From an optimization exercise on the open Yosys and OpenROAD flow, aimed at small area, a short achievable clock period and few clock cycles per item; shortcuts taken in it are not production practice. RTL that was checked went through simulation tests only; none was proved equivalent to the original. No driver is modelled on the clock port, so clocking that relies on it looks cheaper here than on a real chip.

north:
// comp_blend
module comp_blend (
    input  wire         clk,
    input  wire         rst,          
    input  wire         in_valid,
    output wire         in_ready,
    input  wire [7:0]   l_en,         
    input  wire [63:0]  z_order,      
    input  wire [79:0]  g_alpha,      
    input  wire [35:0]  bg_colour,    
    input  wire [9:0]   bg_alpha,     
    input  wire [1:0]   depth_sel,    
    input  wire [1:0]   rot,          
    input  wire [2:0]   x_lo,         
    input  wire [2:0]   y_lo,         
    input  wire [287:0] l_colour,     
    input  wire [79:0]  l_alpha,      
    input  wire [7:0]   l_inside,     
    output wire         out_valid,
    input  wire         out_ready,
    output reg  [11:0]  out_c0,       
    output reg  [11:0]  out_c1,       
    output reg  [11:0]  out_c2,       
    output reg  [9:0]   out_alpha,    
    output reg  [9:0]   out_key       
);
    function [5:0] dmat;
        input [2:0] u;
        input [2:0] w;
        reg [47:0] row;
        begin
            case (w)
                3'd0: row = {6'd42, 6'd10, 6'd34, 6'd2,  6'd40, 6'd8,  6'd32, 6'd0 };
                3'd1: row = {6'd26, 6'd58, 6'd18, 6'd50, 6'd24, 6'd56, 6'd16, 6'd48};
                3'd2: row = {6'd38, 6'd6,  6'd46, 6'd14, 6'd36, 6'd4,  6'd44, 6'd12};
                3'd3: row = {6'd22, 6'd54, 6'd30, 6'd62, 6'd20, 6'd52, 6'd28, 6'd60};
                3'd4: row = {6'd41, 6'd9,  6'd33, 6'd1,  6'd43, 6'd11, 6'd35, 6'd3 };
                3'd5: row = {6'd25, 6'd57, 6'd17, 6'd49, 6'd27, 6'd59, 6'd19, 6'd51};
                3'd6: row = {6'd37, 6'd5,  6'd45, 6'd13, 6'd39, 6'd7,  6'd47, 6'd15};
                default: row = {6'd21, 6'd53, 6'd29, 6'd61, 6'd23, 6'd55, 6'd31, 6'd63};
            endcase
            dmat = row[u*6 +: 6];
        end
    endfunction
    function [11:0] reduce;
  ...
clock: 50.0 ns
lec_check: 0
cap_margin: 20
core_margin: 2
core_utilization: 40
setup_slack_margin: 4
slew_margin: 20
standard.sh (not shown) runs the stock make flow with config.mk's settings and CLKGATE_MAP_FILE= SYNTH_SCRIPT=/design/flow/synth_recipe.tcl, a recipe that flattens the netlist after the stock synthesis.
==> flow/flow/run.sh <==
#!/bin/bash
set -euo pipefail
here=$(cd "$(dirname "$0")" && pwd)
export BUFFER_PORTS_ARGS="-buffer_cell sky130_fd_sc_hd__buf_1"
export POST_CTS_TCL="$here/post_cts.tcl"
bash standard.sh finish > standard.log 2>&1
==> flow/flow/post_cts.tcl <==
# Extra setup repair after clock tree synthesis (sourced by ORFS's cts.tcl).
estimate_parasitics -placement
puts "post_cts: worst slack before [sta::worst_slack -max]"
repair_timing -setup -setup_margin 39 -skip_last_gasp -verbose
set result [catch { detailed_placement } msg]
if { $result != 0 } {
  error "Detailed placement failed after the extra repair: $msg"
}
check_placement -verbose
estimate_parasitics -placement
puts "post_cts: worst slack after [sta::worst_slack -max]"
Changes in south relative to north:
--- a/flow/design.v
+++ b/flow/design.v
@@ -147,22 +147,36 @@
                         (l_alpha[10*ai +: 10] == 10'd1023) & (g_alpha[10*ai +: 10] == 10'd1023);
         end
     end
     function [2:0] le012;
         input [3:0] x;
         begin
             le012[0] = (x == 4'd0);
             le012[1] = ((x & (x - 4'd1)) == 4'd0);
             le012[2] = ~((x[0] & x[1] & (x[2] | x[3])) | (x[2] & x[3] & (x[0] | x[1])));
         end
     endfunction
+    reg [7:0] cnd_in;
+    reg       cv_in;
+    integer   ki, kj;
+    always @* begin
+        for (ki = 0; ki < 8; ki = ki + 1) begin
+            cv_in = 1'b0;
+            for (kj = 0; kj < 8; kj = kj + 1)
+                if (kj != ki && opq_in[kj] &&
+                    ((ki < kj) ? (z_order[8*ki +: 8] <= z_order[8*kj +: 8])
+                               : (z_order[8*ki +: 8] <  z_order[8*kj +: 8])))
+                    cv_in = 1'b1;
+            cnd_in[ki] = act_in[ki] & ~cv_in;
+        end
+    end
     reg [2:0] du, dw;
     always @* begin
         case (rot)
             2'd0: begin du = x_lo;        dw = y_lo;        end
             2'd1: begin du = 3'd7 - y_lo; dw = x_lo;        end
             2'd2: begin du = 3'd7 - x_lo; dw = 3'd7 - y_lo; end
             default: begin du = y_lo;     dw = 3'd7 - x_lo; end
         endcase
     end
     wire [5:0] m_val = dmat(du, dw);
     reg  [3:0] thr_in;
@@ -233,24 +247,24 @@
     always @(posedge clk) begin
         if (!stall) begin
             if (think) begin
                 p1first <= 1'b0;
                 p1last  <= 1'b1;
                 p1p     <= hp;
                 p1g     <= hg;
                 p1c     <= hc;
                 nf      <= 1'b1;
                 done    <= 8'd0;
                 act     <= act_in;
-                hca     <= le012(act_in[3:0]);
-                hcb     <= le012(act_in[7:4]);
+                hca     <= le012(cnd_in[3:0]);
+                hcb     <= le012(cnd_in[7:4]);
                 opq     <= opq_in;
                 for (si = 0; si < 8; si = si + 1)
                     for (sj = si + 1; sj < 8; sj = sj + 1)
                         blu[si][sj] <= (z_order[8*si +: 8] <= z_order[8*sj +: 8]);
             end else begin
                 p1first <= nf;
                 p1last  <= acc & (rem == 8'd0);
                 p1p     <= s1p;
                 p1g     <= s1g;
                 p1c     <= s1c;
                 done    <= done | sel;
==> comparison <==
Summary of south over north: detailed route wirelength on metal3 -about 10%; clock buffer count in the final layout down 5; area enclosed by the die boundary increased 0.68%; maximum frequency now smaller.
Relative to north, the final cell area reported for south is higher.
The met1 global-route usage reported for south is greater than that of north by 0.73 points.
Number of library cell types mapped by synthesis (lower): north
Cmp south and north / first-iteration DRC count / higher: south
Routed via count up 656 in south wrt north
south: all stages complete, timing, DRC and antenna checks passed
The register-to-register slack in south was lower than what north gave.
Diff north -> south: cell count after synthesis grew by 0.82%; layout overhead on the synthesized area held steady.
Testbench counts of south, summed over its fixed seeds: cycles 6,242, items 2,400.
Function not checked in north: the RTL went through the layout flow alone.

## 11-23
comp_blend, a different RTL version from the one above (not shown whole).
Size: ~370 flip-flops.
// comp_blend
module comp_blend (
    input  wire         clk,
    input  wire         rst,          
    input  wire         in_valid,
    output wire         in_ready,
    input  wire [7:0]   l_en,         
    input  wire [63:0]  z_order,      
    input  wire [79:0]  g_alpha,      
    input  wire [35:0]  bg_colour,    
    input  wire [9:0]   bg_alpha,     
    input  wire [1:0]   depth_sel,    
    input  wire [1:0]   rot,          
    input  wire [2:0]   x_lo,         
    input  wire [2:0]   y_lo,         
    input  wire [287:0] l_colour,     
    input  wire [79:0]  l_alpha,      
    input  wire [7:0]   l_inside,     
    output wire         out_valid,
    input  wire         out_ready,
    output reg  [11:0]  out_c0,       
    output reg  [11:0]  out_c1,       
    output reg  [11:0]  out_c2,       
    output reg  [9:0]   out_alpha,    
    output reg  [9:0]   out_key       
);
    function [5:0] dmat;
        input [2:0] u;
        input [2:0] w;
        reg [47:0] row;
        begin
            case (w)
  ...
clock: 50.0 ns
lec_check: 0
cap_margin: 20
core_margin: 2
core_utilization: 40
setup_slack_margin: 4
slew_margin: 20
==> flow/flow/post_cts.tcl <==
# Extra setup repair after clock tree synthesis (sourced by ORFS's cts.tcl).
estimate_parasitics -placement
puts "post_cts: worst slack before [sta::worst_slack -max]"
repair_timing -setup -setup_margin 38.4 -skip_last_gasp -verbose
set result [catch { detailed_placement } msg]
if { $result != 0 } {
  error "Detailed placement failed after the extra repair: $msg"
}
check_placement -verbose
estimate_parasitics -placement
puts "post_cts: worst slack after [sta::worst_slack -max]"
Scripts as last shown in full above: flow/flow/run.sh
Testbench counts of 11-23, summed over its fixed seeds: cycles 6,242, items 2,400.
> inputs changed (11-23 -> 02-22)
--- a/flow/design.v
+++ b/flow/design.v
@@ -51,24 +51,25 @@
             case (dsel)
                 2'd1:    reduce = s[12] ? 12'hFFC : {s[11:2], 2'b00};
                 2'd2:    reduce = s[12] ? 12'hFF0 : {s[11:4], 4'b0000};
                 default: reduce = v;
             endcase
         end
     endfunction
     integer ci, cj, mi, ai, si, sj;
     reg        think;         
     reg        rdy;           
-    reg        sf;            
+    reg        g1;            
     reg [2:0]  hca, hcb;      
     reg        nf;            
-    reg [7:0]  cnd;           
+    reg [7:0]  cnr;           
+    reg [7:0]  done;          
     reg [7:0]  blu [0:7];     
     reg [7:0]  blw [0:7];     
     integer bi, bj;
     always @* begin
         for (bi = 0; bi < 8; bi = bi + 1)
             for (bj = 0; bj < 8; bj = bj + 1)
                 blw[bi][bj] = (bi < bj) ? blu[bi][bj] : (bi > bj) ? ~blu[bj][bi] : 1'b0;
     end
     reg        hv;            
     reg [9:0]  hp, hg;
@@ -82,33 +83,32 @@
     reg [35:0] p1c;
     reg        p2v, p2first, p2last;    
     reg [9:0]  p2a;
     reg [35:0] p2c;
     reg [11:0] d0, d1, d2;    
     reg [9:0]  acc_a;
     reg [3:0]  dthr;
     reg [1:0]  ddsel;
     reg        dv;            
     reg        ov;            
-    wire acc = rdy | (nf & ~think & sf &
-                      ((hca[0] & hcb[2]) | (hca[1] & hcb[1]) | (hca[2] & hcb[0])));
+    wire acc = rdy | (g1 & ((hca[0] & hcb[2]) | (hca[1] & hcb[1]) | (hca[2] & hcb[0])));
     assign in_ready  = acc;
     assign out_valid = ov;
     wire stall = dv & ov & p2v & p2first;
     wire mv    = dv & ~ov;
     wire dv_n  = (p2v & p2last & ~stall) | (dv & ~mv);
     wire ov_n  = mv | (ov & ~out_ready);
     wire st_n  = p1v & p1first & dv_n & ov_n;
     wire st_g  = dv_n & ov_n & (stall ? (p2v & p2first) : (p1v & p1first));
     reg [7:0] cand, sel, rem, sel2, rem2;
     always @* begin
-        cand = cnd;
+        cand = cnr & ~done;
         for (ci = 0; ci < 8; ci = ci + 1) begin
             sel[ci] = cand[ci] & ~think;
             for (cj = 0; cj < 8; cj = cj + 1)
                 if (cj != ci && cand[cj] && !blw[ci][cj]) sel[ci] = 1'b0;
         end
         rem = cand & ~sel;
         for (ci = 0; ci < 8; ci = ci + 1) begin
             sel2[ci] = rem[ci] & ~think;
             for (cj = 0; cj < 8; cj = cj + 1)
                 if (cj != ci && rem[cj] && !blw[ci][cj]) sel2[ci] = 1'b0;
@@ -192,21 +192,21 @@
     comp_blend_bc u_b2 (.din(din2), .c(p2c[11:0]),  .a(p2a), .dn(nd2));
     comp_blend_ba u_ba (.ain(ain), .a(p2a), .an(nacc));
     wire [19:0] ky  = {acc_a, 10'd0} - {3'd0, acc_a, 7'd0} - {6'd0, acc_a, 4'd0}
                       - {8'd0, acc_a, 2'd0} + 20'd511;
     wire [10:0] kgs = {1'b0, ky[19:10]} + {1'b0, ky[9:0]} + 11'd1;
     wire [9:0]  key = 10'd64 + ky[19:10] + {9'd0, kgs[10]};
     always @(posedge clk) begin
         if (rst) begin
             think <= 1'b1;
             rdy   <= 1'b0;
-            sf    <= 1'b0;
+            g1    <= 1'b0;
             hv    <= 1'b0;
             p1v   <= 1'b0;
             p2v   <= 1'b0;
             dv    <= 1'b0;
             ov    <= 1'b0;
         end else begin
             if (!stall) begin
                 if (think) begin
                     p1v   <= hv;
                     hv    <= 1'b0;
@@ -218,49 +218,52 @@
                         think <= 1'b1;
                         rdy   <= 1'b0;
                         hv    <= (rem != 8'd0);
                     end else begin
                         rdy   <= rem_le2 & ~st_n;
                     end
                 end
                 p2v <= p1v;
             end
             dv <= dv_n;
-            sf <= ~st_g;
+            g1 <= ~stall & think & in_valid & ~st_g;
             if (mv)
                 ov <= 1'b1;
             else if (out_ready)
                 ov <= 1'b0;
         end
     end
     always @(posedge clk) begin
+        cnr <= cnd_in;
+        hca <= le012(cnd_in[3:0]);
+        hcb <= le012(cnd_in[7:4]);
+        for (si = 0; si < 8; si = si + 1)
+            for (sj = si + 1; sj < 8; sj = sj + 1)
+                blu[si][sj] <= (z_order[8*si +: 8] <= z_order[8*sj +: 8]);
+    end
+    always @(posedge clk) begin
         if (!stall) begin
             if (think) begin
                 p1first <= 1'b0;
                 p1last  <= 1'b1;
                 p1p     <= hp;
                 p1g     <= hg;
                 p1c     <= hc;
                 nf      <= 1'b1;
-                cnd     <= cnd_in;
-                hca     <= le012(cnd_in[3:0]);
-                hcb     <= le012(cnd_in[7:4]);
-                for (si = 0; si < 8; si = si + 1)
-                    for (sj = si + 1; sj < 8; sj = sj + 1)
-                        blu[si][sj] <= (z_order[8*si +: 8] <= z_order[8*sj +: 8]);
+                done    <= 8'd0;
             end else begin
                 p1first <= nf;
                 p1last  <= acc & (rem == 8'd0);
                 p1p     <= s1p;
                 p1g     <= s1g;
                 p1c     <= s1c;
-                cnd     <= cnd & ~sel;
+                done    <= done | sel;
                 nf      <= 1'b0;
                 if (nf) begin
                     bgc   <= bg_colour;
                     bga   <= bg_alpha;
                     bthr  <= thr_in;
                     bdsel <= depth_sel;
                 end
                 if (acc) begin
                     hp    <= s2p;
                     hg    <= s2g;
Results
- The final critical-path required period was comparable across 02-22 and 11-23.
- Synthesized-area fraction occupied by and/or/nand/nor cells up 0.40 points in 02-22 wrt 11-23
- Re y dimension of the die: 02-22 is 2.6 um down on 11-23.
- Sort 02-22 and 11-23 by register cell area after layout desc -> top: 11-23
- 02-22 vs 11-23, final routed wirelength across all metal layers went up by 1.4%.
- On worst setup slack, 02-22 and 11-23 are basically level.
- Cmp 02-22 and 11-23 / count of clock tree sinks / higher: 02-22
- Going from 11-23 to 02-22, length in cells of the worst reg-to-reg path grew by more than 10%.
- Compared 02-22 vs 11-23, and number of flip-flops and latches is up in 02-22.
- 02-22 ended up with a lower worst slack at placement than 11-23 did.
- In 02-22, measured slew at the worst slew-check pin is higher than in 11-23.
- In the reports for 02-22 and 11-23, the smaller post-placement cell count belongs to 02-22.
Testbench counts of 02-22, summed over its fixed seeds: cycles 6,242, items 2,400.

[static timing again, ports no longer ideal]
The flow's constraints put no driver on any port. The routed layouts listed below were extracted and timed again, unchanged, in two steps.
Step 1 sets driving cells, clkbuf_16 on the clock port and buf_2 on the other inputs (assumed; they add their load-dependent delay and slew).
Step 2 times the ports against the registers' clock, not the clock port: input delays grow and output delays shrink by t, the midpoint of the rising clock arrivals with the driver on.
a / b / c = no drivers / after step 1 / after step 2; a / b = the first two.
run | shift t [ns] | slack for setup (ns) | worst register clock-pin slew, ns
north | 0.746 | 38.161 / 38.072 / 38.138 | 0.07 / 0.07
south | 0.738 | 38.028 / 38.067 / 37.334 | 0.07 / 0.07
11-23 | 0.722 | 37.875 / 37.793 / 37.207 | 0.06 / 0.06
02-22 | 0.720 | 37.878 / 37.785 / 37.375 | 0.07 / 0.07
After both steps every run listed still meets setup and hold. For south, which loses most, drivers alone change the setup slack by +0.039 ns; drivers and shift together by -0.694 ns.
